Source: an optimization exercise on an open RTL-to-GDS flow (aim: small area, a short achievable clock period and few clock cycles per item). Production flows keep margins and buffers that such runs may drop. Function was checked by simulation only, so behaviour that the tests miss may differ from the original. No activity file was given, so power comes from the tool's default toggle rates.

[design/flow/constraint.sdc]
create_clock -name core_clock -period 14.0 [get_ports {clk}]
set_input_delay 2.8000 -clock core_clock [delete_from_list [all_inputs] [get_ports {clk}]]
set_output_delay 2.8000 -clock core_clock [all_outputs]
set_load 0.01 [all_outputs]
[design/flow/design.v]
module kvx_bal_fetch (
    input  wire [511:0] cur,
    input  wire [31:0]  incl,
    input  wire [2:0]   sel,
    output wire [67:0]  gct,
    output wire [3:0]   ginc
);
    genvar g;
    generate
        for (g = 0; g < 4; g = g + 1) begin : g_grp
            wire [127:0] cg = cur[128*g +: 128];
            wire [7:0]   ig = incl[8*g +: 8];
            wire [15:0]  v  = cg[16*sel +: 16];
            wire         on = ig[sel];
            assign gct[17*g +: 17] = on ? {~v[15], v[14:0], 1'b1} : 17'd0;
            assign ginc[g]         = on;
        end
    endgenerate
endmodule
module kvx_bal_p1 (
    input  wire [21:0] acc,
    input  wire [67:0] gct,
    input  wire [3:0]  ginc,
    output wire [21:0] sum,
    output wire [2:0]  cnt
);
    function [43:0] csa;
        input [21:0] a, b, c;
        begin
            csa[21:0]  = a ^ b ^ c;
            csa[43:22] = {((a & b) | (a & c) | (b & c)), 1'b0};
        end
    endfunction
    wire [43:0] l1 = csa({5'd0, gct[16:0]}, {5'd0, gct[33:17]}, {5'd0, gct[50:34]});
    wire [43:0] l2 = csa({5'd0, gct[67:51]}, acc, l1[21:0]);
    wire [43:0] l3 = csa(l1[43:22], l2[21:0], l2[43:22]);
    assign sum = l3[21:0] + l3[43:22];
    assign cnt = ginc[0] + ginc[1] + ginc[2] + ginc[3];
endmodule
module kvx_bal_div2 (
    input  wire [21:0] a,
    input  wire [5:0]  n,        
    input  wire [6:0]  n3,       
    output wire [21:0] y
);
    wire [7:0] e1 = {1'b0, n, 1'b0};
    wire [7:0] e2 = {n, 2'b00};
    wire [7:0] e3 = {n3, 1'b0};
    function [21:0] step;
        input [21:0] v;
        input [7:0]  d1, d2, d3;
        reg   [7:0]  t;
        reg   [8:0]  s1, s2, s3;
        reg   [5:0]  r;
        reg   [1:0]  q;
        begin
            t  = {v[21:16], v[15:14]};
            s1 = {1'b0, t} - {1'b0, d1};
            s2 = {1'b0, t} - {1'b0, d2};
            s3 = {1'b0, t} - {1'b0, d3};
            if (!s3[8])      begin r = s3[5:0]; q = 2'd3; end
            else if (!s2[8]) begin r = s2[5:0]; q = 2'd2; end
            else if (!s1[8]) begin r = s1[5:0]; q = 2'd1; end
            else             begin r = t[5:0];  q = 2'd0; end
            step = {r, v[13:0], q};
        end
    endfunction
    assign y = step(step(a, e1, e2, e3), e1, e2, e3);
endmodule
module kvx_bal_mul (
    input  wire [15:0]        k,
    input  wire signed [16:0] d,
    output wire [34:0]        s,
    output wire [34:0]        cy
);
    wire [18:0] kb = {2'b00, k, 1'b0};
    localparam [34:0] KC = 35'd67109500 - ((35'd1 << 17) * 35'd87381);
    reg [34:0] row [0:8];
    reg [34:0] nrow;
    integer i;
    reg one, two, neg;
    reg [17:0] pp;
    always @(*) begin
        nrow = 35'd0;
        for (i = 0; i < 9; i = i + 1) begin
            one = kb[2*i+1] ^ kb[2*i];
            two = (kb[2*i+2] & ~kb[2*i+1] & ~kb[2*i]) | (~kb[2*i+2] & kb[2*i+1] & kb[2*i]);
            neg = kb[2*i+2] & ~(kb[2*i+1] & kb[2*i]);
            pp  = ({d[16], d} & {18{one}}) | ({d, 1'b0} & {18{two}});
            pp  = pp ^ {18{neg}};
            row[i] = {17'd0, ~pp[17], pp[16:0]} << (2*i);
            nrow[2*i] = neg;
        end
    end
    function [69:0] csa;
        input [34:0] a, b, c;
        begin
            csa[34:0]  = a ^ b ^ c;
            csa[69:35] = {((a & b) | (a & c) | (b & c)), 1'b0};
        end
    endfunction
    wire [69:0] l1a = csa(row[0], row[1], row[2]);
    wire [69:0] l1b = csa(row[3], row[4], row[5]);
    wire [69:0] l1c = csa(row[6], row[7], row[8]);
    wire [69:0] l2a = csa(l1a[34:0], l1a[69:35], l1b[34:0]);
    wire [69:0] l2b = csa(l1b[69:35], l1c[34:0], l1c[69:35]);
    wire [69:0] l2c = csa(nrow, KC, l2a[34:0]);
    wire [69:0] l3a = csa(l2a[69:35], l2b[34:0], l2b[69:35]);
    wire [69:0] l3b = csa(l2c[34:0], l2c[69:35], l3a[34:0]);
    wire [69:0] l4a = csa(l3a[69:35], l3b[34:0], l3b[69:35]);
    assign s  = l4a[34:0];
    assign cy = l4a[69:35];
endmodule
module kvx_bal_q1 (
    input  wire [34:0] ms,
    input  wire [34:0] mc,
    output wire [18:0] w,
    output wire [17:0] hq,
    output wire        sh,
    output wire        sl
);
    wire [34:0] u = ms + mc;
    wire [16:0] h = u[26:10];
    assign sl = u[34];
    assign sh = ~u[34] & (|u[33:27]);
    assign w  = {h, 1'b0} + h + u[9:3];
    assign hq = {1'b0, h} - 18'd67109;
endmodule
module kvx_bal_q2 (
    input  wire [18:0] w,
    output wire [11:0] f
);
    function [47:0] csa;
        input [23:0] a, b, c;
        begin
            csa[23:0]  = a ^ b ^ c;
            csa[47:24] = {((a & b) | (a & c) | (b & c)), 1'b0};
        end
    endfunction
    wire [39:0] w0 = {21'd0, w};
    wire [39:0] r0 = w0 << 19, r1 = w0 << 14, r2 = ~(w0 << 12), r3 = w0 << 8,
                r4 = w0 << 5,  r5 = w0 << 3,  r6 = ~w0;
    wire [47:0] l1a = csa(r0[39:16], r1[39:16], r2[39:16]);
    wire [47:0] l1b = csa(r3[39:16], r4[39:16], r5[39:16]);
    wire [47:0] l2a = csa(l1a[23:0], l1a[47:24], l1b[23:0]);
    wire [47:0] l2b = csa(l1b[47:24], r6[39:16], 24'd7);
    wire [47:0] l3a = csa(l2a[23:0], l2a[47:24], l2b[23:0]);
    wire [47:0] l4a = csa(l3a[23:0], l3a[47:24], l2b[47:24]);
    wire [23:0] pr  = l4a[23:0] + l4a[47:24];
    assign f = pr[21:10];
endmodule
module kvx_bal_pa (
    input  wire [15:0] v,        
    input  wire        add,
    input  wire [17:0] hq,
    input  wire [11:0] f,
    input  wire        sh,
    input  wire        sl,
    output wire [18:0] s
);
    wire [18:0] sum = {{3{v[15]}}, v} + {hq[17], hq} + {7'd0, f};
    assign s = !add ? {{3{v[15]}}, v} :
               sh   ? 19'sd131072 :
               sl   ? -19'sd131072 : sum;
endmodule
module kvx_bal_pb (
    input  wire [18:0] s,
    input  wire        clamp,
    input  wire        sub,
    input  wire [15:0] m,
    input  wire [13:0] tmax,
    output wire [15:0] t
);
    wire signed [18:0] ss = s;
    wire signed [14:0] tp = {1'b0, tmax};
    wire signed [15:0] cl = (ss > tp) ? tp : (ss < -tp) ? -tp : ss[15:0];
    wire signed [15:0] sm = s[15:0] - m;
    wire signed [15:0] bv = sub ? sm : s[15:0];
    assign t   = clamp ? cl : bv;
endmodule
module kvx_bal_pm (
    input  wire [15:0] v,
    input  wire        sub,
    input  wire [15:0] m,
    output wire [15:0] t
);
    assign t = sub ? v - m : v;
endmodule
module kvx_bal_chk (
    input  wire [15:0] v,
    input  wire [14:0] thr,
    output wire        bad
);
    assign bad = {v[14:0] ^ {15{v[15]}}, v[15]} >= {1'b0, thr};
endmodule
module kvx_bal (
    input  wire         clk,
    input  wire         rst,
    input  wire         cfg_we,
    input  wire [1:0]   cfg_addr,
    input  wire [15:0]  cfg_data,
    input  wire         in_valid,
    output wire         in_ready,
    input  wire [31:0]  in_incl,
    input  wire [511:0] in_cur,
    output reg          out_valid,
    output reg          out_changed,
    output reg          out_bal_err,
    output wire [511:0] out_trims
);
    localparam integer LAT  = 6;              
    localparam integer F2S  = 11;             
    localparam integer P2S  = F2S + LAT;      
    localparam integer D2S  = P2S + 32;       
    localparam integer P3S  = D2S + 4;        
    localparam integer DONE = P3S + 9;        
    reg [15:0]  k_bal;
    reg [13:0]  tmax;
    reg [14:0]  thr;                          
    reg [511:0] ring;
    reg [2:0]   ext;                          
    reg [4:0]   c;
    reg [31:0]  clr;
    reg         busy;
    reg [6:0]   e;
    assign out_trims = ring;
    reg         rdy;                          
    assign in_ready  = rdy;
    wire start = in_valid & ~busy;
    reg         cw_we;
    reg  [1:0]  cw_addr;
    reg  [15:0] cw_data;
    always @(posedge clk) begin
        cw_we   <= cfg_we & ~rst;
        cw_addr <= cfg_addr;
        cw_data <= cfg_data;
    end
    reg  [2:0]  sel;
    reg  [67:0] gr;
    reg  [3:0]  ginc;
    wire [67:0] gct_w;
    wire [3:0]  ginc_w;
    kvx_bal_fetch u_fetch (.cur(in_cur), .incl(in_incl), .sel(sel),
                           .gct(gct_w), .ginc(ginc_w));
    wire [4:0]  c1   = c + 5'd1;
    wire [4:0]  cf   = c + LAT[4:0] + 5'd1;   
    wire [4:0]  c3   = c + 5'd3;
    wire [4:0]  ct   = c + LAT[4:0];   
    wire [6:0]  e1   = e + 7'd1;
    always @(posedge clk) begin
        if (!busy)
            sel <= start ? 3'd1 : 3'd0;
        else if (out_valid)
            sel <= 3'd0;
        else if (e1 <= 7'd6)
            sel <= e1[2:0] + 3'd1;
        else if (e1 >= F2S && e1 < F2S + 32)
            sel <= ~cf[2:0];
        else if (e1 >= P3S - 2 && e1 < P3S + 6)
            sel <= ~c3[2:0];
        else
            sel <= 3'd0;
        gr   <= gct_w;
        ginc <= ginc_w;
    end
    reg  [21:0] acc;
    reg  [5:0]  n;
    reg  [6:0]  n3;
    reg         chg;
    reg  [15:0] iavg;
    wire [21:0] p1sum;
    wire [2:0]  p1cnt;
    kvx_bal_p1 u_p1 (.acc(acc), .gct(gr), .ginc(ginc), .sum(p1sum), .cnt(p1cnt));
    wire [21:0] acc_div;
    kvx_bal_div2 u_div (.a(acc), .n(n), .n3(n3), .y(acc_div));
    reg  [1:0]  tg;
    reg         fw;
    reg  signed [16:0] d1;
    reg         v1;
    reg  [34:0] ms, mc;
    reg         v2;
    reg  [18:0] w3r;
    reg  [17:0] h3r;
    reg         sh3, sl3, v3;
    reg  [11:0] f4;
    reg  [17:0] hq4;
    reg         sh4, sl4, v4;
    reg         v5;
    wire [34:0] mso, mco;
    kvx_bal_mul u_mul (.k(k_bal), .d(d1), .s(mso), .cy(mco));
    wire [18:0] q1w;
    wire [17:0] q1h;
    wire        q1sh, q1sl;
    kvx_bal_q1 u_q1 (.ms(ms), .mc(mc), .w(q1w), .hq(q1h), .sh(q1sh), .sl(q1sl));
    wire [11:0] q2f;
    kvx_bal_q2 u_q2 (.w(w3r), .f(q2f));
    wire [16:0] gtm  = gr[17*tg +: 17];
    wire [15:0] gsel = {~gtm[16], gtm[15:1]};    
    always @(posedge clk) begin
        tg   <= ~ct[4:3];
        d1   <= $signed(iavg) - $signed(gsel);
        v1   <= fw & chg & ginc[tg];
        ms   <= mso;
        mc   <= mco;
        v2   <= v1;
        w3r  <= q1w;
        h3r  <= q1h;
        sh3  <= q1sh;
        sl3  <= q1sl;
        v3   <= v2;
        f4   <= q2f;
        hq4  <= h3r;
        sh4  <= sh3;
        sl4  <= sl3;
        v4   <= v3;
        v5   <= v4;
    end
    reg         cl;                         
    reg  [3:0]  do3;                        
    wire [15:0] mm = {~acc[15], acc[14:0]};
    wire [15:0] s30 = cl ? 16'd0 : ring[16*30 +: 16];
    wire [18:0] s31n;
    kvx_bal_pa u_pa (.v(s30), .add(v4), .hq(hq4), .f(f4), .sh(sh4), .sl(sl4), .s(s31n));
    wire [15:0] pt [0:3];
    wire [3:0]  bad;
    kvx_bal_pb u_pb (.s({ext, ring[16*31 +: 16]}), .clamp(v5), .sub(do3[3]), .m(mm),
                     .tmax(tmax), .t(pt[3]));
    genvar gj;
    generate
        for (gj = 0; gj < 3; gj = gj + 1) begin : g_pm
            kvx_bal_pm u_pm (.v(ring[16*(8*gj+7) +: 16]), .sub(do3[gj]), .m(mm),
                             .t(pt[gj]));
        end
        for (gj = 0; gj < 4; gj = gj + 1) begin : g_chk
            kvx_bal_chk u_chk (.v(ring[16*8*gj +: 16]), .thr(thr), .bad(bad[gj]));
        end
    endgenerate
    integer s;
    always @(posedge clk) begin
        for (s = 1; s < 31; s = s + 1)
            if (s % 8 != 0)
                ring[16*s +: 16] <= ring[16*(s-1) +: 16];
        {ext, ring[16*31 +: 16]} <= s31n;
        ring[16*8  +: 16] <= pt[0];
        ring[16*16 +: 16] <= pt[1];
        ring[16*24 +: 16] <= pt[2];
        ring[0     +: 16] <= pt[3];
    end
    wire [4:0] pn  = ~c1;                       
    wire [4:0] pn0 = ~c1 - 5'd1;                
    wire       w3n = busy && chg && e1 >= P3S && e1 < P3S + 8;
    integer    j;
    always @(posedge clk) begin
        cl <= clr[pn0];
        for (j = 0; j < 4; j = j + 1)
            do3[j] <= w3n & ginc[pn[4:3] + j[1:0] + 2'd1];
        fw <= busy && e1 >= F2S + 1 && e1 < F2S + 33;
    end
    always @(posedge clk) begin
        if (rst) begin
            k_bal       <= 16'd0;
            tmax        <= 14'd0;
            thr         <= 15'd0;
            c           <= 5'd0;
            clr         <= 32'hFFFF_FFFF;
            busy        <= 1'b0;
            rdy         <= 1'b1;
            e           <= 7'd0;
            out_valid   <= 1'b0;
            out_changed <= 1'b0;
            out_bal_err <= 1'b0;
            chg         <= 1'b0;
        end else begin
            c <= c1;
            if (cl)
                clr[~c - 5'd1] <= 1'b0;
            if (cw_we) begin
                case (cw_addr)
                    2'd0: k_bal <= cw_data;
                    2'd1: begin
                        tmax <= cw_data[13:0];
                        thr  <= (cw_data[13:0] == 14'd0) ? 15'd0 : {cw_data[13:0], 1'b0} - 15'd1;
                    end
                    2'd2: clr[cw_data[4:0]] <= 1'b1;
                    default: clr <= 32'hFFFF_FFFF;
                endcase
            end
            out_valid <= busy && !out_valid && e >= DONE - 1 && c == 5'd31;
            if (start) begin
                busy <= 1'b1;
                rdy  <= 1'b0;
                e    <= 7'd0;
            end else if (busy) begin
                if (out_valid) begin
                    busy <= 1'b0;
                    rdy  <= 1'b1;
                end
                if (e != 7'h7F)
                    e <= e1;
            end
            if (busy && e == 7'd8) begin
                chg         <= (n >= 6'd2);
                out_changed <= (n >= 6'd2);
            end
            if (busy && e == P3S)
                out_bal_err <= 1'b0;
            else if (busy && e > P3S && e <= P3S + 8 && |bad)
                out_bal_err <= 1'b1;
        end
    end
    always @(posedge clk) begin
        if (!busy) begin
            acc <= 22'd0;
            n   <= 6'd0;
            n3  <= 7'd0;
        end else if (e < 7'd8) begin
            acc <= p1sum;
            n   <= n + p1cnt;
            n3  <= n3 + p1cnt + {p1cnt, 1'b0};
        end else if (e < 7'd12) begin
            acc <= acc_div;
        end else if (e == P2S - 1) begin
            acc <= 22'd0;
        end else if (e >= P2S && e < P2S + 32) begin
            if (v5)
                acc <= acc + {~pt[3][15], pt[3][14:0], 1'b1};
        end else if (e >= D2S && e < D2S + 4) begin
            acc <= acc_div;
        end
        if (busy && e == 7'd11)
            iavg <= {~acc_div[15], acc_div[14:0]};
    end
endmodule
[design/flow/config.mk]
export PLATFORM = sky130hd
export DESIGN_NAME = kvx_bal
export DESIGN_NICKNAME = kvx_bal
export VERILOG_FILES = /design/flow/design.v
export SDC_FILE = /design/flow/constraint.sdc
export NUM_CORES = 4
export LEC_CHECK = 0
export ABC_CLOCK_PERIOD_IN_PS = 4300
export CAP_MARGIN = 20
export CORE_MARGIN = 2
export CORE_UTILIZATION = 55
export SLEW_MARGIN = 20
[design/flow/standard.sh]
#!/bin/bash
# synth_recipe.tcl (not shown) runs the flow's synth.tcl, then flattens the netlist and writes it again
# the make line also repeats each setting of config.mk as NAME=value (left out here)
make -C /OpenROAD-flow-scripts/flow DESIGN_CONFIG=/design/flow/config.mk WORK_HOME=/design/flow/orfs CLKGATE_MAP_FILE= SYNTH_SCRIPT=/design/flow/synth_recipe.tcl "${@:-finish}"
[design/flow/flow/run.sh]
#!/bin/bash
# Layout: the standard flow (standard.sh, all steps), except that
#  - every input and output port is buffered with sky130_fd_sc_hd__buf_1
#    instead of the cell buffer_ports picks by itself;
set -euo pipefail
export BUFFER_PORTS_ARGS="-buffer_cell sky130_fd_sc_hd__buf_1"
export SETUP_SLACK_MARGIN=9.3
bash standard.sh > standard.log 2>&1
==> results of run 1 <==
[area by class of cell]
type	instances	area share
flip-flops and latches	914	0.295
clock buffers	125	0.0422
inverters	569	0.0341
repair buffers	1197	0.0791
clock inverters	44	0.0105
diodes	26	0.00104
well taps	1265	0.0252
multi-input cells	3477	0.513
[flip-flops by register name (all words and copies together) (netlist names), 17 cells and up]
signal and flops:
clr 32, w3r 19, hq4 18, ms 32, gr 65, d1 17, ring 512, mc 31
acc 22, h3r 18
[kinds of logic after synthesis]
group / count (synthesis) / share of synthesized area
compound gates: 993 / 0.127
xor+xnor: 418 / 0.0693
fa+ha+maj: 752 / 0.213
buf+inv: 786 / 0.0560
flops: 914 / 0.350
mux: 281 / 0.0928
simple gates: 1031 / 0.0922
[synth_stat cells, types with 9 or more instances]
| cell type | count | area [um^2] |
|---|---|---|
| o21a_1 | 47 | 353 |
| mux4_2 | 164 | 3690 |
| nand2b_1 | 34 | 213 |
| a22oi_1 | 125 | 938 |
| and2_1 | 35 | 219 |
| o21bai_1 | 11 | 82.6 |
| a221oi_1 | 12 | 105 |
| and3_1 | 15 | 93.8 |
| xnor2_1 | 223 | 1950 |
| nor2_1 | 280 | 1050 |
| a31oi_1 | 21 | 131 |
| a21oi_1 | 220 | 1100 |
| mux2i_1 | 90 | 901 |
| o21ai_1 | 9 | 45.0 |
| nand2_1 | 322 | 1210 |
| nor2b_1 | 77 | 482 |
| nor3_1 | 80 | 400 |
| o211ai_1 | 19 | 143 |
| nand4_1 | 20 | 125 |
| or2_2 | 10 | 62.6 |
| nand3_1 | 66 | 330 |
| dfxtp_1 | 898 | 18000 |
| fa_1 | 248 | 4960 |
| mux2_2 | 27 | 304 |
| o22ai_1 | 11 | 68.8 |
| or3_1 | 32 | 200 |
| a21boi_0 | 16 | 120 |
| xor2_1 | 195 | 1710 |
| a2111oi_0 | 9 | 78.8 |
| nor4_1 | 16 | 100 |
| buf_1 | 37 | 139 |
| a211oi_1 | 48 | 360 |
| o2111ai_1 | 10 | 87.6 |
| o21ai_0 | 191 | 956 |
| a21o_1 | 73 | 548 |
| clkbuf_1 | 177 | 664 |
| a221o_1 | 41 | 410 |
| a22o_1 | 19 | 166 |
| ha_1 | 504 | 6310 |
| edfxtp_1 | 16 | 480 |
| o31ai_1 | 33 | 248 |
| inv_1 | 563 | 2110 |
[metal layers]
metal  track usage  routed length (um)  vias up
li1              -                   -    20152
met1         0.561               84900    22403
met2         0.617               91200     2823
met3         0.141               26700      501
met4         0.259               15300       16
met5             0                 112        -
[path summary, 6_finish.rpt]
| path | startpoint | to | slack, ns | depth (start not counted) |
|---|---|---|---|---|
| worst min-delay path | h3r[9] | hq4[9] | 0.30 | 0 |
| worst max register to register | tmax[1] | acc[13] | 7.33 | 29 |
| worst max-delay path | tmax[1] | acc[13] | 7.33 | 29 |
| worst min register to register | h3r[9] | hq4[9] | 0.30 | 0 |
[worst max-delay path: cells and delay by family (launching register included)]
| family | cells | cell delay (ns) |
|---|---|---|
| buf+inv | 1 | 0.11 |
| fa+ha+maj | 2 | 0.52 |
| mux | 1 | 0.33 |
| compound gates | 11 | 2.14 |
| xor+xnor | 1 | 0.14 |
| flops | 1 | 0.32 |
| simple gates | 13 | 3.02 |
[layout by cell type (no fill, tap or decap), drive strengths merged, types with 36 or more instances in the layout]
cell and count:
buf 1197, a211oi 48, xor2 195, a22oi 126
inv 572, nor2 280, mux4 164, a21o 73
a21oi 221, xnor2 223, fa 248, o21a 47
nor2b 77, nand3 66, dfxtp 898, or3 36
nor3 80, a221o 41, clkbuf 125, o21ai 200
mux2i 90, nand2 325, ha 504
[repair_timing]
item / in CTS / in global routing
buffers inserted: 45 / 24
cloned: 2 / 0
pin swaps: 84 / 79
setup endpoints to repair: 58 / 53
hold buffers: 0 / 0
resized for setup: 110 / 90
[per-stage QoR]
step,hold slack [ns],instance area (um^2),setup slack [ns],power [mW]
after floorplan,0.310,52900,7.50,10.1
final,0.301,62800,7.33,16.4
after CTS,0.299,62200,7.44,16.0
after global routing,0.307,62800,7.13,17.6
after global placement,0.310,58100,6.82,12.2
after detailed placement,0.312,58100,6.70,12.5
[where the power goes]
part           internal [mW]  switching, mW
Combinational           4.54           5.82
Sequential              3.01          0.403
Clock                   1.52           1.13
==> results by group, run 1 <==
Global route
  • First-pass GRT wire length: 303000 um
  • Vias in the first global route: 42973
  • GR Util All Layers: 0.430
  • Antenna violations before repair: 60
  • Global route overflow: 0
  • Largest net degree at the start of global routing: approximately 110

CTS
  • Sink Count: between 900 and 1000
  • Worst-skew pair later-pin latency: 0.70 ns
  • Clock buffer depth: 3
  • CTS H-Tree Depth: 3
  • Clk root buf: clkbuf_16
  • Clock transition at path regs: approximately 0.060 ns
  • TritonCTS Buffers: 92
  • TritonCTS clock tree: yes

Critical path
  • Max incr delay on CP: ~0.45 ns
  • Worst Path Required: 14.55 ns
  • Crit Path Max Fanout: 5
  • Startpoint Class: flop
  • Worst EP arrival: 7.21 ns
  • Most used cell, CP: or3_4
  • Crit. End Element: flop
  • CP Class: reg2reg
  • CP max stage cell: or4_4

STA
  • RSZ-0062 raised after global routing: true
  • F_max: 0.150 GHz
  • Minimum clock period: 6.67 ns
  • Worst slew pin tran: 1.12 ns
  • Final Max Tran Viols: 0
  • Final Hold Vio Count: 0
  • Slew HR: 0.243
  • Setup TNS: 0 ns
  • Finish-stage setup viols: 0
  • Max Clock Skew: 0.0660 ns
  • Final period util: 0.476

Floorplanning
  • Die height: 314 um
  • Core area: 95000 um^2
  • Num rows: 113
  • IO Pins: 1082
  • Initial Util: 0.556
  • Die width: 314 um
  • Die ar.: 98500 um^2

Drt
  • Drt wl/cell: 28.7 um
  • Drt first pass iters: 7
  • Iter 0 DRT Violations: about 5100
  • Vias per cell: 6.03
  • Via count: 45895
  • Detailed Route WL: between 200000 and 250000 um
  • Drt drc: 0
  • Final ANT Viol Nets: 0

Layout
  • Net count, final: 7569
  • Post-layout util: 0.661
  • Area Growth Syn to Fin: 19.0%
  • Fill cells: between 7000 and 8000
  • Seq. cell area: between 15000 and 20000 um^2
  • Area of the multi-input gates: approximately 32000 um^2
  • Layout cells sized above 1: 0.104
  • Layout Cells excl Fill: 7617

Synthesis
  • Async set-reset flop share out of synthesis: 0
  • Syn Area/Cell: a little over 10 um^2
  • Main flop type after synthesis: dfxtp_1
  • Sequential share of the synthesized area: 0.350
  • Syn nets: 6493
  • Synth warnings: 6
  • Post-Synthesis Cells: 5175
  • Post-Synthesis Cell Area: between 50000 and 60000 um^2
  • Unique masters post-synth: 89
  • Post-synth EDFFs: 16
  • Flop and latch count out of synthesis: just over 900

Place
  • RePlAce Congestion: 1.07
  • Placed insts: ~7400
  • Post-DP HPWL: ~180000 um
  • IO Port Bufs: 1081

Outcome
  • Status: complete, no violations

Flow run
  • Max-cap violations: 0

Power
  • Leak: 26.2 nW
  • Worst vdd ir: 0.658 mV
  • Power Density: 262 nW/um^2

Hold path
  • Hold Path Class: reg2reg
Testbench counts, summed over its fixed seeds: cycles 82,944, items 1,280.
==> run 2, diff against run 1 <==
--- a/design/flow/design.v
+++ b/design/flow/design.v
@@ -115,50 +115,52 @@
     input  wire [34:0] ms,
     input  wire [34:0] mc,
     output wire [18:0] w,
-    output wire [17:0] hq,
+    output wire [16:0] h,
     output wire        sh,
     output wire        sl
 );
     wire [34:0] u = ms + mc;
-    wire [16:0] h = u[26:10];
+    assign h  = u[26:10];
     assign sl = u[34];
     assign sh = ~u[34] & (|u[33:27]);
     assign w  = {h, 1'b0} + h + u[9:3];
-    assign hq = {1'b0, h} - 18'd67109;
 endmodule
 module kvx_bal_q2 (
     input  wire [18:0] w,
-    output wire [11:0] f
+    input  wire [16:0] h,
+    output wire [17:0] d
 );
-    function [47:0] csa;
-        input [23:0] a, b, c;
+    function [55:0] csa;
+        input [27:0] a, b, c;
         begin
-            csa[23:0]  = a ^ b ^ c;
-            csa[47:24] = {((a & b) | (a & c) | (b & c)), 1'b0};
+            csa[27:0]  = a ^ b ^ c;
+            csa[55:28] = {((a & b) | (a & c) | (b & c)), 1'b0};
         end
     endfunction
-    wire [39:0] w0 = {21'd0, w};
-    wire [39:0] r0 = w0 << 19, r1 = w0 << 14, r2 = ~(w0 << 12), r3 = w0 << 8,
+    localparam [27:0] KQ = 28'd7 - (28'd67109 << 10);
+    wire [43:0] w0 = {25'd0, w};
+    wire [43:0] r0 = w0 << 19, r1 = w0 << 14, r2 = ~(w0 << 12), r3 = w0 << 8,
                 r4 = w0 << 5,  r5 = w0 << 3,  r6 = ~w0;
-    wire [47:0] l1a = csa(r0[39:16], r1[39:16], r2[39:16]);
-    wire [47:0] l1b = csa(r3[39:16], r4[39:16], r5[39:16]);
-    wire [47:0] l2a = csa(l1a[23:0], l1a[47:24], l1b[23:0]);
-    wire [47:0] l2b = csa(l1b[47:24], r6[39:16], 24'd7);
-    wire [47:0] l3a = csa(l2a[23:0], l2a[47:24], l2b[23:0]);
-    wire [47:0] l4a = csa(l3a[23:0], l3a[47:24], l2b[47:24]);
-    wire [23:0] pr  = l4a[23:0] + l4a[47:24];
-    assign f = pr[21:10];
+    wire [27:0] rh = {11'd0, h} << 10;
+    wire [55:0] l1a = csa(r0[43:16], r1[43:16], r2[43:16]);
+    wire [55:0] l1b = csa(r3[43:16], r4[43:16], r5[43:16]);
+    wire [55:0] l1c = csa(r6[43:16], KQ, rh);
+    wire [55:0] l2a = csa(l1a[27:0], l1a[55:28], l1b[27:0]);
+    wire [55:0] l2b = csa(l1b[55:28], l1c[27:0], l1c[55:28]);
+    wire [55:0] l3a = csa(l2a[27:0], l2a[55:28], l2b[27:0]);
+    wire [55:0] l4a = csa(l3a[27:0], l3a[55:28], l2b[55:28]);
+    wire [27:0] pr  = l4a[27:0] + l4a[55:28];
+    assign d = pr[27:10];
 endmodule
 module kvx_bal_pa (
     input  wire [15:0] v,        
     input  wire        add,
-    input  wire [17:0] hq,
-    input  wire [11:0] f,
+    input  wire [17:0] d,
     input  wire        sh,
     input  wire        sl,
     output wire [18:0] s
 );
-    wire [18:0] sum = {{3{v[15]}}, v} + {hq[17], hq} + {7'd0, f};
+    wire [18:0] sum = {{3{v[15]}}, v} + {d[17], d};
     assign s = !add ? {{3{v[15]}}, v} :
                sh   ? 19'sd131072 :
                sl   ? -19'sd131072 : sum;
@@ -169,7 +171,9 @@
     input  wire        sub,
     input  wire [15:0] m,
     input  wire [13:0] tmax,
-    output wire [15:0] t
+    input  wire [14:0] thr,
+    output wire [15:0] t,
+    output wire        bad
 );
     wire signed [18:0] ss = s;
     wire signed [14:0] tp = {1'b0, tmax};
@@ -177,21 +181,19 @@
     wire signed [15:0] sm = s[15:0] - m;
     wire signed [15:0] bv = sub ? sm : s[15:0];
     assign t   = clamp ? cl : bv;
+    assign bad = {bv[14:0] ^ {15{bv[15]}}, bv[15]} >= {1'b0, thr};
 endmodule
 module kvx_bal_pm (
     input  wire [15:0] v,
     input  wire        sub,
     input  wire [15:0] m,
-    output wire [15:0] t
-);
-    assign t = sub ? v - m : v;
-endmodule
-module kvx_bal_chk (
-    input  wire [15:0] v,
     input  wire [14:0] thr,
+    output wire [15:0] t,
     output wire        bad
 );
-    assign bad = {v[14:0] ^ {15{v[15]}}, v[15]} >= {1'b0, thr};
+    wire [15:0] sm = sub ? v - m : v;
+    assign t   = sm;
+    assign bad = {sm[14:0] ^ {15{sm[15]}}, sm[15]} >= {1'b0, thr};
 endmodule
 module kvx_bal (
     input  wire         clk,
@@ -211,9 +213,9 @@
     localparam integer LAT  = 6;              
     localparam integer F2S  = 11;             
     localparam integer P2S  = F2S + LAT;      
-    localparam integer D2S  = P2S + 32;       
+    localparam integer D2S  = P2S + 33;       
     localparam integer P3S  = D2S + 4;        
-    localparam integer DONE = P3S + 9;        
+    localparam integer DONE = P3S + 8;        
     reg [15:0]  k_bal;
     reg [13:0]  tmax;
     reg [14:0]  thr;                          
@@ -280,20 +282,19 @@
     reg  [34:0] ms, mc;
     reg         v2;
     reg  [18:0] w3r;
-    reg  [17:0] h3r;
+    reg  [16:0] h3r;
     reg         sh3, sl3, v3;
-    reg  [11:0] f4;
-    reg  [17:0] hq4;
+    reg  [17:0] d4;
     reg         sh4, sl4, v4;
     reg         v5;
     wire [34:0] mso, mco;
     kvx_bal_mul u_mul (.k(k_bal), .d(d1), .s(mso), .cy(mco));
     wire [18:0] q1w;
-    wire [17:0] q1h;
+    wire [16:0] q1h;
     wire        q1sh, q1sl;
-    kvx_bal_q1 u_q1 (.ms(ms), .mc(mc), .w(q1w), .hq(q1h), .sh(q1sh), .sl(q1sl));
-    wire [11:0] q2f;
-    kvx_bal_q2 u_q2 (.w(w3r), .f(q2f));
+    kvx_bal_q1 u_q1 (.ms(ms), .mc(mc), .w(q1w), .h(q1h), .sh(q1sh), .sl(q1sl));
+    wire [17:0] q2d;
+    kvx_bal_q2 u_q2 (.w(w3r), .h(h3r), .d(q2d));
     wire [16:0] gtm  = gr[17*tg +: 17];
     wire [15:0] gsel = {~gtm[16], gtm[15:1]};    
     always @(posedge clk) begin
@@ -308,8 +309,7 @@
         sh3  <= q1sh;
         sl3  <= q1sl;
         v3   <= v2;
-        f4   <= q2f;
-        hq4  <= h3r;
+        d4   <= q2d;
         sh4  <= sh3;
         sl4  <= sl3;
         v4   <= v3;
@@ -320,21 +320,19 @@
     wire [15:0] mm = {~acc[15], acc[14:0]};
     wire [15:0] s30 = cl ? 16'd0 : ring[16*30 +: 16];
     wire [18:0] s31n;
-    kvx_bal_pa u_pa (.v(s30), .add(v4), .hq(hq4), .f(f4), .sh(sh4), .sl(sl4), .s(s31n));
+    kvx_bal_pa u_pa (.v(s30), .add(v4), .d(d4), .sh(sh4), .sl(sl4), .s(s31n));
     wire [15:0] pt [0:3];
     wire [3:0]  bad;
     kvx_bal_pb u_pb (.s({ext, ring[16*31 +: 16]}), .clamp(v5), .sub(do3[3]), .m(mm),
-                     .tmax(tmax), .t(pt[3]));
+                     .tmax(tmax), .thr(thr), .t(pt[3]), .bad(bad[3]));
     genvar gj;
     generate
         for (gj = 0; gj < 3; gj = gj + 1) begin : g_pm
             kvx_bal_pm u_pm (.v(ring[16*(8*gj+7) +: 16]), .sub(do3[gj]), .m(mm),
-                             .t(pt[gj]));
-        end
-        for (gj = 0; gj < 4; gj = gj + 1) begin : g_chk
-            kvx_bal_chk u_chk (.v(ring[16*8*gj +: 16]), .thr(thr), .bad(bad[gj]));
+                             .thr(thr), .t(pt[gj]), .bad(bad[gj]));
         end
     endgenerate
+    reg vt;
     integer s;
     always @(posedge clk) begin
         for (s = 1; s < 31; s = s + 1)
@@ -345,6 +343,7 @@
         ring[16*16 +: 16] <= pt[1];
         ring[16*24 +: 16] <= pt[2];
         ring[0     +: 16] <= pt[3];
+        vt <= v5;
     end
     wire [4:0] pn  = ~c1;                       
     wire [4:0] pn0 = ~c1 - 5'd1;                
@@ -371,7 +370,10 @@
             out_bal_err <= 1'b0;
             chg         <= 1'b0;
         end else begin
-            c <= c1;
+            if (cw_we && cw_addr == 2'd3)
+                c <= 5'd2;
+            else
+                c <= c1;
             if (cl)
                 clr[~c - 5'd1] <= 1'b0;
             if (cw_we) begin
@@ -402,9 +404,9 @@
                 chg         <= (n >= 6'd2);
                 out_changed <= (n >= 6'd2);
             end
-            if (busy && e == P3S)
+            if (busy && e == P3S - 1)
                 out_bal_err <= 1'b0;
-            else if (busy && e > P3S && e <= P3S + 8 && |bad)
+            else if (busy && e >= P3S && e < P3S + 8 && |bad)
                 out_bal_err <= 1'b1;
         end
     end
@@ -419,11 +421,11 @@
             n3  <= n3 + p1cnt + {p1cnt, 1'b0};
         end else if (e < 7'd12) begin
             acc <= acc_div;
-        end else if (e == P2S - 1) begin
+        end else if (e == P2S) begin
             acc <= 22'd0;
-        end else if (e >= P2S && e < P2S + 32) begin
-            if (v5)
-                acc <= acc + {~pt[3][15], pt[3][14:0], 1'b1};
+        end else if (e > P2S && e <= P2S + 32) begin
+            if (vt)
+                acc <= acc + {~ring[15], ring[14:0], 1'b1};
         end else if (e >= D2S && e < D2S + 4) begin
             acc <= acc_div;
         end
--- a/design/flow/flow/run.sh
+++ b/design/flow/flow/run.sh
@@ -4,5 +4,5 @@
 #    instead of the cell buffer_ports picks by itself;
 set -euo pipefail
 export BUFFER_PORTS_ARGS="-buffer_cell sky130_fd_sc_hd__buf_1"
-export SETUP_SLACK_MARGIN=9.3
+export SETUP_SLACK_MARGIN=9.8
 bash standard.sh > standard.log 2>&1
==> run 2 against run 1 <==
Worst hold slack better by 0.031 ns. Still clean on timing, DRC and antenna. Critical path type unchanged. Non-clock buffer count is 28 higher. Largest power group unchanged. Count of clock-buffer cells in the layout is 8 lower.
==> results by group, run 2 <==
Global route
  • Global route overflow: 0
  • GR Util All Layers: 0.415
  • Largest net degree at the start of global routing: 101
  • Antenna violations before repair: 38
  • Vias in the first global route: 43451
  • First-pass GRT wire length: 297000 um

Synthesis
  • Unique masters post-synth: 111
  • Syn nets: between 6000 and 7000
  • Leading area contributor after synthesis: dfxtp_1
  • Synth area leaders: dfxtp_1, ha_1, fa_1, mux4_2, xnor2_1
  • Flop and latch count out of synthesis: about 900
  • Sequential share of the synthesized area: 0.343
  • Post-synth EDFFs: 16
  • Main flop type after synthesis: dfxtp_1
  • Post-Synthesis Cells: 5165
  • Synth top cells by count: dfxtp_1, inv_1, ha_1
  • Share of the synthesized area in the top cell type: 0.334
  • Async set-reset flop share out of synthesis: 0
  • Most frequent cell after synthesis: dfxtp_1
  • Synth warnings: 6
  • Syn Area/Cell: ~10 um^2
  • Post-Synthesis Cell Area: 53000 um^2

Hold path
  • Hold Path Class: reg2reg
  • Worst hold start: v3
  • Worst hold stages: 0
  • WHS Endpoint: v4

CTS
  • Clk root buf: clkbuf_16
  • Hold_buf cts: 0
  • Worst-skew pair later-pin latency: around 0.69 ns
  • TritonCTS clock tree: yes
  • Sink Count: 902
  • CTS H-Tree Depth: 3
  • Clock transition at path regs: 0.07 ns
  • TritonCTS Buffers: 90
  • Clock buffer depth: 3

Layout
  • Layout cells sized above 1: 0.138
  • Biggest regs: ring: 512 flops, gr: 65 flops
  • Largest reg by FF count: ring
  • Area of the multi-input gates: 32800 um^2
  • Highest-count cells in the layout ignoring fill and taps: buf_1, dfxtp_1, inv_1, ha_1, nor2_1
  • Net count, final: 7581
  • Fin area: approximately 64000 um^2
  • Max reg flops: roughly 510
  • Most common cell after layout, fill and taps aside: buf_1
  • Area Growth Syn to Fin: 19.8%
  • Seq. cell area: 18500 um^2
  • Fill cells: ~7700

Critical path
  • Worst EP arrival: 5.35 ns
  • Max incr delay on CP: about 0.54 ns
  • RR Endpoint: d4[17]
  • R2R Setup Slk: 9.28 ns
  • Worst Path Required: around 15 ns
  • CP Class: reg2reg
  • R2R cell count: 19
  • Startpoint Class: flop
  • CP max stage cell: fa_1
  • Crit-path cells: fa_1, inv_2, fa_1, inv_1, fa_1, inv_1, fa_1, inv_2, ha_4, a2111oi_4, nand2_1, a31o_1, and3_4, a211oi_4, o21bai_4, a31oi_4, o21ai_2, a2111o_1, nand3_1
  • Crit. End Element: flop
  • Worst r2r src: w3r[2]
  • Most used cell, CP: fa_1
  • Crit Path Max Fanout: 3

Floorplanning
  • Core area: 95300 um^2
  • Die height: 315 um
  • Die width: 315 um
  • IO Pins: about 1100
  • Die ar.: 98900 um^2
  • Initial Util: 0.557
  • Num rows: approximately 110

Outcome
  • Status: complete, no violations

Drt
  • M1 WL: 81600 um
  • Metal2 WL: 90400 um
  • Drt drc: 0
  • Max layer used: met5
  • Drt wl/cell: 27.6 um
  • Detailed Route WL: 211000 um
  • Met3 WL post-DR: ~24000 um
  • Drt first pass iters: 6
  • Vias per cell: 5.95
  • Final ANT Viol Nets: 0
  • Via count: 45465
  • Iter 0 DRT Violations: 4771

STA
  • Final Max Tran Viols: 0
  • Minimum clock period: 4.72 ns
  • Setup TNS: 0 ns
  • Final Hold Vio Count: 0
  • Max Clock Skew: 0.0370 ns
  • Slew HR: 0.269
  • Finish-stage setup viols: 0
  • F_max: roughly 0.21 GHz
  • Worst hold slack: 0.332 ns
  • Worst setup margin: 9.28 ns
  • Worst slew pin tran: 1.07 ns
  • Final period util: 0.337
  • RSZ-0062 raised after global routing: true

Place
  • Placed Area: 58400 um^2
  • Post-DP HPWL: 170000 um
  • IO Port Bufs: 1081
  • Dpl ws: 8.74 ns
  • RePlAce Congestion: 1.03

Flow run
  • Max-cap violations: 0

Power
  • Power Density: 284 nW/um^2
  • Worst vdd ir: 0.608 mV
  • Leak: 26.3 nW
  • Total power: around 18 mW
==> run 2: cell types whose count changed in the layout (fill, tap and decap cells not counted), moves of 22 or more <==
cell,before,now
nor2_1,276,316
dfxtp_4,7,40
nor3_1,77,54
ha_1,494,452
nor2b_1,73,51
xor2_1,190,167
a21oi_1,197,224
dfxtp_1,874,760
nand2_1,320,262
o21ai_0,159,132
dfxtp_2,17,86
==> run 2: logic make-up after synthesis <==
kind of cell | after synthesis | synth area share
and+or+nand+nor | 1014 | 0.0913
AOI/OAI and AO/OA | 996 | 0.128
DFF | 902 | 0.343
buffers and inverters | 783 | 0.0568
adders and majority gates | 742 | 0.212
xor gates and xnor gates | 417 | 0.0694
muxes | 311 | 0.0985
==> run 2: layout make-up <==
type / count / area share
antenna: 26 / 0.00102
clock inverter: 50 / 0.00878
sequential: 902 / 0.291
clock buffer: 117 / 0.0399
inverter: 573 / 0.0345
tap: 1265 / 0.0249
timing repair buffer: 1225 / 0.0840
multi-input combinational: 3481 / 0.516
==> run 2: what timing repair did <==
action / 4_1_cts / 5_1_grt
endpoints found under the setup margin: 149 / 97
endpoints found under the hold margin: 0 / 0
gates resized for setup: 228 / 164
setup buffers: 66 / 38
cloned: 0 / 1
pin swaps: 71 / 72
==> run 2: worst max path at each step <==
| stage | start | endpoint | slack, ns | depth (start not counted) |
|---|---|---|---|---|
| after CTS | w3r[2] | d4[17] | 9.25 | 19 |
| after detailed placement | acc[1] | out_bal_err | 8.74 | 20 |
| after global placement | acc[1] | out_bal_err | 8.88 | 20 |
| final | w3r[2] | d4[17] | 9.28 | 19 |
| after global routing | acc[3] | out_bal_err | 9.02 | 22 |
| after floorplan | w3r[9] | d4[17] | 9.35 | 20 |
==> run 2: power by group <==
part / switching (mW) / internal, mW / total, mW
clock network: 1.11 / 1.43 / 2.54
registers: 0.401 / 2.98 / 3.38
logic: 6.47 / 5.63 / 12.1
total: 7.98 / 10.0 / 18.0
==> run 2: metrics by stage <==
| step | cells | util |
|---|---|---|
| 6_report | 7639 | 0.667 |
| 4_1_cts | 7574 | 0.657 |
| 5_1_grt | 7623 | 0.667 |
| 3_5_place_dp | 7341 | 0.613 |
| 2_1_floorplan | 5165 | - |
| 3_3_place_gp | 7341 | 0.613 |
==> run 2: layer usage <==
| layer | global-route usage | up-vias |
|---|---|---|
| met5 | 0 | - |
| met4 | 0.250 | 20 |
| met3 | 0.129 | 532 |
| met2 | 0.608 | 2535 |
| met1 | 0.538 | 22151 |
| li1 | - | 20227 |
==> run 2: worst max-delay path: cells and delay by family (launching register included) <==
family / cells / cell delay, ns
buf+inv: 4 / 0.18
fa+ha+maj: 5 / 2.24
simple gates: 3 / 0.33
compound gates: 7 / 1.53
flops: 1 / 0.34
Testbench counts of run 2, summed over its fixed seeds: cycles 82,016, items 1,280.
==> run 3, diff against run 2 <==
--- a/design/flow/config.mk
+++ b/design/flow/config.mk
@@ -8,5 +8,5 @@
 export ABC_CLOCK_PERIOD_IN_PS = 4300
 export CAP_MARGIN = 20
 export CORE_MARGIN = 2
-export CORE_UTILIZATION = 55
+export CORE_UTILIZATION = 65
 export SLEW_MARGIN = 20
==> run 3 against run 2 <==
The run now fails in I/O pin placement (3_2_place_iop). Synthesized cell count is the same. Area after synthesis is the same.
==> results by group, run 3 <==
Synthesis
  • Post-synth EDFFs: 16
  • Sequential share of the synthesized area: 0.343
  • Flop and latch count out of synthesis: approximately 900
  • Syn Area/Cell: 10.3 um^2
  • Synth area leaders: dfxtp_1, ha_1, fa_1, mux4_2, xnor2_1
  • Synth warnings: 6
  • Post-Synthesis Cell Area: 53000 um^2
  • Leading area contributor after synthesis: dfxtp_1
  • Most frequent cell after synthesis: dfxtp_1
  • Async set-reset flop share out of synthesis: 0
  • Main flop type after synthesis: dfxtp_1
  • Synth top cells by count: dfxtp_1, inv_1, ha_1
  • Unique masters post-synth: 111
  • Post-Synthesis Cells: 5165
  • Syn nets: about 6500
  • Share of the synthesized area in the top cell type: 0.334

Floorplanning
  • Num rows: 104
  • Initial Util: 0.657
  • Die height: 290 um
  • Die width: approximately 290 um

Outcome
  • Error that halted the flow: [ERROR PPL-0024] Number of IO pins (1082) exceeds maximum number of available positions (1044). Increase the die perimeter from 1158.64um to 1471.52um.
  • Status: stopped before the end
  • Exit stage: I/O pin placement (3_2_place_iop)
run 3: cell counts after synthesis:
No cell type changed its count.
run 3: cell families after synthesis:
logic type,count (synthesis),share of synthesized area
flip-flops,902,0.343
multiplexers,311,0.0985
AO/OA/AOI/OAI,996,0.128
buffers and inverters,783,0.0568
adder cells (fa/ha/maj),742,0.212
XOR/XNOR,417,0.0694
AND/OR/NAND/NOR,1014,0.0913
==> run 4, diff against run 3 <==
--- a/design/flow/design.v
+++ b/design/flow/design.v
@@ -5,14 +5,26 @@
     output wire [67:0]  gct,
     output wire [3:0]   ginc
 );
+    reg [7:0] oh;
+    integer j;
+    always @(*)
+        for (j = 0; j < 8; j = j + 1)
+            oh[j] = (sel == j);
     genvar g;
     generate
         for (g = 0; g < 4; g = g + 1) begin : g_grp
-            wire [127:0] cg = cur[128*g +: 128];
-            wire [7:0]   ig = incl[8*g +: 8];
-            wire [15:0]  v  = cg[16*sel +: 16];
-            wire         on = ig[sel];
-            assign gct[17*g +: 17] = on ? {~v[15], v[14:0], 1'b1} : 17'd0;
+            reg [15:0] v;
+            reg        on;
+            integer    i;
+            always @(*) begin
+                v  = 16'd0;
+                on = 1'b0;
+                for (i = 0; i < 8; i = i + 1) begin
+                    v  = v  | (cur[128*g + 16*i +: 16] & {16{oh[i] & incl[8*g+i]}});
+                    on = on | (incl[8*g+i] & oh[i]);
+                end
+            end
+            assign gct[17*g +: 17] = {on & ~v[15], v[14:0], on};
             assign ginc[g]         = on;
         end
     endgenerate
@@ -229,14 +241,9 @@
     reg         rdy;                          
     assign in_ready  = rdy;
     wire start = in_valid & ~busy;
-    reg         cw_we;
-    reg  [1:0]  cw_addr;
-    reg  [15:0] cw_data;
-    always @(posedge clk) begin
-        cw_we   <= cfg_we & ~rst;
-        cw_addr <= cfg_addr;
-        cw_data <= cfg_data;
-    end
+    wire        cw_we   = cfg_we;
+    wire [1:0]  cw_addr = cfg_addr;
+    wire [15:0] cw_data = cfg_data;
     reg  [2:0]  sel;
     reg  [67:0] gr;
     reg  [3:0]  ginc;
@@ -371,7 +378,7 @@
             chg         <= 1'b0;
         end else begin
             if (cw_we && cw_addr == 2'd3)
-                c <= 5'd2;
+                c <= 5'd1;
             else
                 c <= c1;
             if (cl)
--- a/design/flow/config.mk
+++ b/design/flow/config.mk
@@ -8,5 +8,5 @@
 export ABC_CLOCK_PERIOD_IN_PS = 4300
 export CAP_MARGIN = 20
 export CORE_MARGIN = 2
-export CORE_UTILIZATION = 65
+export CORE_UTILIZATION = 55
 export SLEW_MARGIN = 20
==> run 4 against run 3 <==
The run now finishes clean. Synthesized cell count shrank 0.43%. Area after synthesis shrank 4.7%.
==> results by group, run 4 <==
STA
  • Final Hold Vio Count: 0
  • Worst hold slack: 0.329 ns
  • Finish-stage setup viols: 0
  • Max Clock Skew: about 0.053 ns
  • Worst slew pin tran: 1.20 ns
  • Setup TNS: 0 ns
  • Worst setup margin: roughly 9 ns
  • RSZ-0062 raised after global routing: true
  • F_max: 0.204 GHz
  • Minimum clock period: 4.90 ns
  • Final period util: 0.350
  • Slew HR: 0.199
  • Final Max Tran Viols: 0

Layout
  • Fill cells: 7062
  • Highest-count cells in the layout ignoring fill and taps: buf_1, dfxtp_1, inv_1, ha_1, a22oi_1
  • Biggest regs: ring: 512 flops, gr: 65 flops
  • Post-layout util: 0.681
  • Largest reg by FF count: ring
  • Layout cells sized above 1: 0.143
  • Area of the multi-input gates: 31200 um^2
  • Seq. cell area: 18200 um^2
  • Most common cell after layout, fill and taps aside: buf_1
  • Area Growth Syn to Fin: 23.2%
  • Max reg flops: 512
  • Net count, final: roughly 7600

Power
  • Internal: around 11 mW
  • Sw Share: 0.441
  • Sequential Power Share: 0.178
  • Power Density: 302 nW/um^2
  • Net Sw Power: 8.30 mW
  • Combinational group share of total power: 0.686
  • Worst vdd ir: 0.585 mV
  • Clock power share: 0.136
  • Leak: 26.1 nW

CTS
  • Clock transition at path regs: 0.07 ns
  • CTS H-Tree Depth: 3
  • Sink Count: 883
  • TritonCTS clock tree: yes
  • TritonCTS Buffers: 90
  • Worst-skew pair later-pin latency: between 0.7 and 0.8 ns
  • Clk root buf: clkbuf_16
  • Hold_buf cts: 0
  • Clock buffer depth: 3

Synthesis
  • Post-Synthesis Cell Area: 50500 um^2
  • Synth warnings: 7
  • Syn Area/Cell: 9.83 um^2
  • Leading area contributor after synthesis: dfxtp_1
  • Async set-reset flop share out of synthesis: 0
  • Unique masters post-synth: 88
  • Syn nets: roughly 6500
  • Post-synth EDFFs: 16
  • Sequential share of the synthesized area: 0.353
  • Share of the synthesized area in the top cell type: 0.343
  • Post-Synthesis Cells: slightly above 5000
  • Synth area leaders: dfxtp_1, ha_1, fa_1, a22oi_1, xnor2_1
  • Most frequent cell after synthesis: dfxtp_1
  • Main flop type after synthesis: dfxtp_1
  • Synth top cells by count: dfxtp_1, inv_1, ha_1
  • Flop and latch count out of synthesis: 883

Floorplanning
  • Initial Util: 0.553
  • Die width: 307 um
  • IO Pins: 1082
  • Core area: around 90000 um^2
  • Num rows: 111
  • Die height: 307 um
  • Die ar.: around 94000 um^2

Critical path
  • CP max stage cell: dfxtp_4
  • Buf/Inv on CP: 3
  • Critical Path Start: acc[1]
  • Startpoint Class: flop
  • Max incr delay on CP: 0.39 ns
  • Worst EP arrival: 5.49 ns
  • Crit Path Max Fanout: 7
  • Worst Path Required: around 15 ns
  • CP Class: reg2reg
  • Crit. End Element: flop
  • Worst r2r src: acc[1]
  • Crit path max-delay family: compound AO/OA/AOI/OAI gates

Drt
  • Final ANT Viol Nets: 0
  • Via count: between 40000 and 50000
  • Drt drc: 0
  • Drt first pass iters: 7
  • Iter 0 DRT Violations: 6203
  • Detailed Route WL: 236000 um
  • Vias per cell: roughly 6.2
  • Drt wl/cell: 31.1 um

Outcome
  • Status: complete, no violations

Global route
  • Largest net degree at the start of global routing: 54
  • GR Util All Layers: 0.486
  • Vias in the first global route: 43809
  • First-pass GRT wire length: 323000 um
  • Antenna violations before repair: 66
  • Global route overflow: 0

Place
  • IO Port Bufs: 1081
  • Dpl ws: 8.65 ns
  • RePlAce Congestion: 1.08
  • Post-DP HPWL: 190000 um

Hold path
  • Worst hold start: sl3
  • Hold Path Class: reg2reg

Flow run
  • Max-cap violations: 0
[run 4: cell types whose count changed after synthesis, moves of 54 or more]
cell      before  now
a22oi_1      130  370
clkbuf_1     151  205
mux2i_1      105   27
mux4_2       164   30
nand4_1       26   82
nor2_1       325  213
[run 4: cell families (layout without fill, tap and decap cells)]
family,count (synthesis),in the layout,synth area share
XOR/XNOR,430,430,0.0753
multiplexers,97,97,0.0277
AO/OA/AOI/OAI,1216,1216,0.167
AND/OR/NAND/NOR,984,984,0.0953
adder cells (fa/ha/maj),744,744,0.223
buffers and inverters,789,2009,0.0588
flip-flops,883,883,0.353
other,0,50,0
[run 4: worst paths after layout]
kind	endpoint	slack [ns]	depth (start not counted)
setup / recovery	out_bal_err	9.10	25
hold / removal	sl4	0.33	0
setup reg to reg	out_bal_err	9.10	25
hold reg to reg	sl4	0.33	0
[run 4: metrics by stage]
step | cell area [um^2] | total power, mW | cells
2_1_floorplan | 51000 | 11.2 | 5143
3_3_place_gp | 56100 | 13.3 | 7229
3_5_place_dp | 56100 | 13.5 | 7229
4_1_cts | 60700 | 17.2 | 7472
5_1_grt | 62200 | 20.3 | 7568
6_report | 62300 | 18.8 | 7599
[run 4: area by class of cell]
class / instances / area share
Multi-Input combinational cell: 3471 / 0.502
Sequential cell: 883 / 0.292
Timing Repair Buffer: 1287 / 0.0951
Clock buffer: 116 / 0.0403
Inverter: 556 / 0.0346
Tap cell: 1186 / 0.0238
Clock inverter: 50 / 0.0103
Antenna cell: 50 / 0.00201
[run 4: what timing repair did]
item | CTS | global route
buffers inserted | 77 | 76
setup endpoints to repair | 205 | 138
gates cloned | 0 | 1
gates resized for setup | 305 | 196
pin swaps | 77 | 102
[run 4: metal layers]
metal,vias up,global-route usage,share of wire
met3,884,0.224,0.14
li1,20264,-,-
met1,22633,0.587,0.37
met4,22,0.366,0.088
met2,3531,0.670,0.40
met5,-,0,0.00057
[run 4: power groups by stage]
stage | Clock, mW | Sequential, mW | Combinational (mW)
after global routing | 2.65 | 3.36 | 14.2
after floorplan | 0 | 3.15 | 8.09
after CTS | 2.54 | 3.32 | 11.3
after detailed placement | 0 | 3.37 | 10.2
final | 2.55 | 3.35 | 12.9
after global placement | 0 | 3.36 | 9.90
Testbench counts of run 4, summed over its fixed seeds: cycles 82,016, items 1,280.
==> run 5, diff against run 4 <==
--- a/design/flow/design.v
+++ b/design/flow/design.v
@@ -127,52 +127,49 @@
     input  wire [34:0] ms,
     input  wire [34:0] mc,
     output wire [18:0] w,
-    output wire [16:0] h,
+    output wire [17:0] hq,
     output wire        sh,
     output wire        sl
 );
     wire [34:0] u = ms + mc;
-    assign h  = u[26:10];
+    wire [16:0] h = u[26:10];
     assign sl = u[34];
     assign sh = ~u[34] & (|u[33:27]);
     assign w  = {h, 1'b0} + h + u[9:3];
+    assign hq = {1'b0, h} - 18'd67109;
 endmodule
 module kvx_bal_q2 (
     input  wire [18:0] w,
-    input  wire [16:0] h,
-    output wire [17:0] d
+    output wire [11:0] f
 );
-    function [55:0] csa;
-        input [27:0] a, b, c;
+    function [47:0] csa;
+        input [23:0] a, b, c;
         begin
-            csa[27:0]  = a ^ b ^ c;
-            csa[55:28] = {((a & b) | (a & c) | (b & c)), 1'b0};
+            csa[23:0]  = a ^ b ^ c;
+            csa[47:24] = {((a & b) | (a & c) | (b & c)), 1'b0};
         end
     endfunction
-    localparam [27:0] KQ = 28'd7 - (28'd67109 << 10);
-    wire [43:0] w0 = {25'd0, w};
-    wire [43:0] r0 = w0 << 19, r1 = w0 << 14, r2 = ~(w0 << 12), r3 = w0 << 8,
+    wire [39:0] w0 = {21'd0, w};
+    wire [39:0] r0 = w0 << 19, r1 = w0 << 14, r2 = ~(w0 << 12), r3 = w0 << 8,
                 r4 = w0 << 5,  r5 = w0 << 3,  r6 = ~w0;
-    wire [27:0] rh = {11'd0, h} << 10;
-    wire [55:0] l1a = csa(r0[43:16], r1[43:16], r2[43:16]);
-    wire [55:0] l1b = csa(r3[43:16], r4[43:16], r5[43:16]);
-    wire [55:0] l1c = csa(r6[43:16], KQ, rh);
-    wire [55:0] l2a = csa(l1a[27:0], l1a[55:28], l1b[27:0]);
-    wire [55:0] l2b = csa(l1b[55:28], l1c[27:0], l1c[55:28]);
-    wire [55:0] l3a = csa(l2a[27:0], l2a[55:28], l2b[27:0]);
-    wire [55:0] l4a = csa(l3a[27:0], l3a[55:28], l2b[55:28]);
-    wire [27:0] pr  = l4a[27:0] + l4a[55:28];
-    assign d = pr[27:10];
+    wire [47:0] l1a = csa(r0[39:16] | 24'd7, r1[39:16], r2[39:16]);
+    wire [47:0] l1b = csa(r3[39:16], r4[39:16], r5[39:16]);
+    wire [47:0] l2a = csa(l1a[23:0], l1a[47:24], l1b[23:0]);
+    wire [47:0] l2b = csa(l1b[47:24], r6[39:16], l2a[47:24]);
+    wire [47:0] l3a = csa(l2a[23:0], l2b[23:0], l2b[47:24]);
+    wire [23:0] pr  = l3a[23:0] + l3a[47:24];
+    assign f = pr[21:10];
 endmodule
 module kvx_bal_pa (
     input  wire [15:0] v,        
     input  wire        add,
-    input  wire [17:0] d,
+    input  wire [17:0] hq,
+    input  wire [11:0] f,
     input  wire        sh,
     input  wire        sl,
     output wire [18:0] s
 );
-    wire [18:0] sum = {{3{v[15]}}, v} + {d[17], d};
+    wire [18:0] sum = {{3{v[15]}}, v} + {hq[17], hq} + {7'd0, f};
     assign s = !add ? {{3{v[15]}}, v} :
                sh   ? 19'sd131072 :
                sl   ? -19'sd131072 : sum;
@@ -289,19 +286,20 @@
     reg  [34:0] ms, mc;
     reg         v2;
     reg  [18:0] w3r;
-    reg  [16:0] h3r;
+    reg  [17:0] h3r;
     reg         sh3, sl3, v3;
-    reg  [17:0] d4;
+    reg  [11:0] f4;
+    reg  [17:0] hq4;
     reg         sh4, sl4, v4;
     reg         v5;
     wire [34:0] mso, mco;
     kvx_bal_mul u_mul (.k(k_bal), .d(d1), .s(mso), .cy(mco));
     wire [18:0] q1w;
-    wire [16:0] q1h;
+    wire [17:0] q1h;
     wire        q1sh, q1sl;
-    kvx_bal_q1 u_q1 (.ms(ms), .mc(mc), .w(q1w), .h(q1h), .sh(q1sh), .sl(q1sl));
-    wire [17:0] q2d;
-    kvx_bal_q2 u_q2 (.w(w3r), .h(h3r), .d(q2d));
+    kvx_bal_q1 u_q1 (.ms(ms), .mc(mc), .w(q1w), .hq(q1h), .sh(q1sh), .sl(q1sl));
+    wire [11:0] q2f;
+    kvx_bal_q2 u_q2 (.w(w3r), .f(q2f));
     wire [16:0] gtm  = gr[17*tg +: 17];
     wire [15:0] gsel = {~gtm[16], gtm[15:1]};    
     always @(posedge clk) begin
@@ -316,7 +314,8 @@
         sh3  <= q1sh;
         sl3  <= q1sl;
         v3   <= v2;
-        d4   <= q2d;
+        f4   <= q2f;
+        hq4  <= h3r;
         sh4  <= sh3;
         sl4  <= sl3;
         v4   <= v3;
@@ -327,7 +326,7 @@
     wire [15:0] mm = {~acc[15], acc[14:0]};
     wire [15:0] s30 = cl ? 16'd0 : ring[16*30 +: 16];
     wire [18:0] s31n;
-    kvx_bal_pa u_pa (.v(s30), .add(v4), .d(d4), .sh(sh4), .sl(sl4), .s(s31n));
+    kvx_bal_pa u_pa (.v(s30), .add(v4), .hq(hq4), .f(f4), .sh(sh4), .sl(sl4), .s(s31n));
     wire [15:0] pt [0:3];
     wire [3:0]  bad;
     kvx_bal_pb u_pb (.s({ext, ring[16*31 +: 16]}), .clamp(v5), .sub(do3[3]), .m(mm),
--- a/design/flow/flow/run.sh
+++ b/design/flow/flow/run.sh
@@ -4,5 +4,5 @@
 #    instead of the cell buffer_ports picks by itself;
 set -euo pipefail
 export BUFFER_PORTS_ARGS="-buffer_cell sky130_fd_sc_hd__buf_1"
-export SETUP_SLACK_MARGIN=9.8
+export SETUP_SLACK_MARGIN=9.4
 bash standard.sh > standard.log 2>&1
==> run 5 against run 4 <==
First-iteration DRC count down 24%. Area after synthesis up 0.80%. Sequential share of layout area up 0.19 points. Design area down 0.79%. Highest routed layer unchanged. Combinational power down 15%. Wire length down 8.5%.
==> results by group, run 5 <==
Global route
  • GRT Max-Usage Layer: met2
  • First-pass GRT wire length: 301000 um
  • Global route overflow: 0
  • Largest net degree at the start of global routing: 51
  • Met1 usage: 0.527
  • GR Util All Layers: 0.439
  • Met3 Usage GRT: 0.134
  • Vias in the first global route: 44007
  • M2 GR Usage: 0.634
  • Antenna violations before repair: 25

Synthesis
  • Syn nets: 6505
  • Synth Area in Compound Gates: 0.163
  • Synth area leaders: dfxtp_1, ha_1, fa_1, a22oi_1, xnor2_1
  • Main flop type after synthesis: dfxtp_1
  • Largest family of logic cells by synthesized area: adder cells
  • Post-Synth XOR/XNOR Area: 0.0736
  • Post-synthesis mux area share: 0.0295
  • Synth warnings: 7
  • Async set-reset flop share out of synthesis: 0
  • Flop and latch count out of synthesis: 896
  • Post-Synthesis Cell Area: 50900 um^2
  • Simple-gate portion of the synthesized area: 0.104
  • Synth top cells by count: dfxtp_1, inv_1, ha_1
  • Most frequent cell after synthesis: dfxtp_1
  • Post-Synthesis Cells: 5203
  • Adder-cell share of the synthesized area: 0.218
  • Syn Area/Cell: between 9 and 10 um^2
  • Unique masters post-synth: 94
  • Share of the synthesized area in the top cell type: 0.346
  • Leading area contributor after synthesis: dfxtp_1
  • Post-synth EDFFs: 16
  • Sequential share of the synthesized area: 0.355

Layout
  • Max reg flops: 512
  • Net count, final: 7644
  • Largest reg by FF count: ring
  • Biggest regs: ring: 512 flops, gr: 65 flops
  • Area Growth Syn to Fin: 21.3%
  • Highest-count cells in the layout ignoring fill and taps: buf_1, dfxtp_1, inv_1, ha_1, a22oi_1
  • Layout cells sized above 1: 0.102
  • Most common cell after layout, fill and taps aside: buf_1
  • Layout Cells excl Fill: approximately 7600

Drt
  • Via count: 46171
  • Drt first pass iters: 6
  • Vias per cell: 6.06
  • Detailed Route WL: 216000 um
  • Final ANT Viol Nets: 0
  • Iter 0 DRT Violations: 4736
  • Drt wl/cell: 28.3 um
  • Drt drc: 0

STA
  • Finish-stage setup viols: 0
  • Worst hold slack: a little under 0.3 ns
  • Final Hold Vio Count: 0
  • Minimum clock period: 4.91 ns
  • RSZ-0062 raised after global routing: true
  • Slew HR: 0.232
  • Final Max Tran Viols: 0
  • Setup TNS: 0 ns
  • F_max: just over 0.2 GHz
  • Max Clock Skew: 0.0457 ns
  • Worst slew pin tran: 1.15 ns
  • Final period util: 0.350

Critical path
  • Startpoint Class: flop
  • Worst EP arrival: 5.51 ns
  • Worst Path Required: 14.61 ns
  • Crit. End Element: flop
  • CP Class: reg2reg
  • Crit Path Max Fanout: 4

Power
  • Combinational group share of total power: 0.648
  • Internal: 9.48 mW
  • Leak: 25.8 nW
  • Power Density: 276 nW/um^2
  • Worst vdd ir: 0.449 mV
  • Clock power share: 0.155
  • Sequential Power Share: 0.197
  • Net Sw Power: 7.56 mW
  • Sw Share: 0.444

CTS
  • Clock transition at path regs: 0.07 ns
  • Worst-skew pair later-pin latency: approximately 0.71 ns
  • Sink Count: between 800 and 900
  • Clk root buf: clkbuf_16
  • Hold_buf cts: 0
  • TritonCTS clock tree: yes
  • Clock buffer depth: 3
  • CTS H-Tree Depth: 3
  • TritonCTS Buffers: 94

Floorplanning
  • IO Pins: 1082
  • Initial Util: 0.556
  • Num rows: 111
  • Die width: 308 um
  • Die height: 308 um
  • Core area: 91700 um^2
  • Die ar.: about 95000 um^2

Place
  • Placed insts: about 7300
  • RePlAce Congestion: 1.02
  • Post-DP HPWL: about 170000 um
  • IO Port Bufs: between 1000 and 1500

Outcome
  • Status: complete, no violations

Hold path
  • Hold Path Class: reg2reg

Flow run
  • Max-cap violations: 0
## run 5: kinds of logic (layout without fill, tap and decap cells)
kind of cell | after synthesis | in the layout
DFF | 896 | 896
other | 0 | 19
AOI/OAI and AO/OA | 1194 | 1194
xor gates and xnor gates | 427 | 427
and+or+nand+nor | 1069 | 1069
muxes | 110 | 110
buffers and inverters | 771 | 1988
adders and majority gates | 736 | 736
## run 5: stage by stage
stage	cell area, um^2	total power [mW]	util	setup WS, ns
6_report	61800	17.0	0.674	9.09
5_1_grt	61700	18.3	0.674	8.88
4_1_cts	60900	16.1	0.665	9.18
3_5_place_dp	56300	12.7	0.614	7.76
3_3_place_gp	56300	12.5	0.614	7.94
2_1_floorplan	51200	10.3	-	9.12
## run 5: worst paths after layout
path / startpoint / end / slack [ns] / cells past startpoint
max: acc[4] / out_bal_err / 9.09 / 22
min: v3 / v4 / 0.30 / 0
max reg2reg: acc[4] / out_bal_err / 9.09 / 22
min reg2reg: v3 / v4 / 0.30 / 0
## run 5: power groups by stage
| stage | sequential [mW] | clock (mW) | combinational, mW |
|---|---|---|---|
| 6_report | 3.36 | 2.64 | 11.0 |
| 5_1_grt | 3.39 | 2.76 | 12.2 |
| 4_1_cts | 3.34 | 2.64 | 10.1 |
| 3_5_place_dp | 3.39 | 0 | 9.28 |
| 3_3_place_gp | 3.38 | 0 | 9.11 |
| 2_1_floorplan | 3.18 | 0 | 7.16 |
## run 5: area by class of cell
class / count / area, um^2
Multi-Input combinational cell: 3536 / 31100
Clock inverter: 49 / 679
Inverter: 544 / 2090
Antenna cell: 19 / 47.5
Timing Repair Buffer: 1270 / 5610
Fill cell: 7459 / 29900
Clock buffer: 125 / 2640
Tap cell: 1186 / 1480
Sequential cell: 896 / 18200
## run 5: timing repair
item	CTS	global route
pin swaps	52	54
setup buffers	88	48
setup endpoints to repair	48	45
cloned	1	0
gates resized for setup	130	98
## run 5: layer usage
layer  vias to the layer above  part of all wire
met2                      2707              0.42
met4                        22              0.10
li1                      20505                 -
met5                         -           0.00057
met3                       648              0.11
met1                     22289              0.37
## run 5: critical path, stage by stage, from the launching register on
cell	delay (ns)
dfxtp_4	0.36
clkinvlp_4	0.15
buf_12	0.18
buf_4	0.13
ha_1	0.33
o21a_1	0.19
o21ai_1	0.21
a211oi_2	0.09
o211ai_1	0.34
nand2b_1	0.09
a21oi_1	0.19
xnor2_1	0.14
mux2i_1	0.13
xnor2_1	0.18
ha_1	0.20
a211o_1	0.28
a2111oi_2	0.35
o221ai_2	0.18
a2111oi_4	0.26
o41ai_2	0.15
nor4bb_1	0.31
o32ai_1	0.13
o31a_1	0.24
Testbench counts of run 5, summed over its fixed seeds: cycles 82,016, items 1,280.

## separate check: timing with driven ports
No port has a modelled driver above. Below, the same layouts with a new extraction and two added sets of constraints. Step 1 sets driving cells, clkbuf_16 on the clock port and buf_2 on the other inputs (assumed; they add their load-dependent delay and slew). Step 2 moves the port delays by t, midway between the first and last clock arrival at a register: inputs arrive t later, outputs are due t later. That takes back most of the time a late clock gives input paths. Three values: no drivers, after step 1, after step 2; two values: the first two.
| run | t, ns | setup WS [ns] | worst register clock-pin slew, ns | worst data-port slew with drivers (ns) | cell pins on the clock port's net |
|---|---|---|---|---|---|
| run 1 | 0.740 | 7.332 / 7.332 / 7.332 | 0.07 / 0.07 | 0.31 | 1 |
| run 2 | 0.756 | 9.283 / 9.283 / 9.219 | 0.07 / 0.07 | 0.30 | 1 |
| run 4 | 0.764 | 9.097 / 9.097 / 9.090 | 0.07 / 0.07 | 0.29 | 1 |
| run 5 | 0.768 | 9.094 / 9.094 / 8.784 | 0.07 / 0.07 | 0.23 | 1 |
After both steps every run listed still meets setup and hold. For run 5, which loses most, drivers alone change the setup slack by 0.000 ns; drivers and shift together by -0.310 ns.
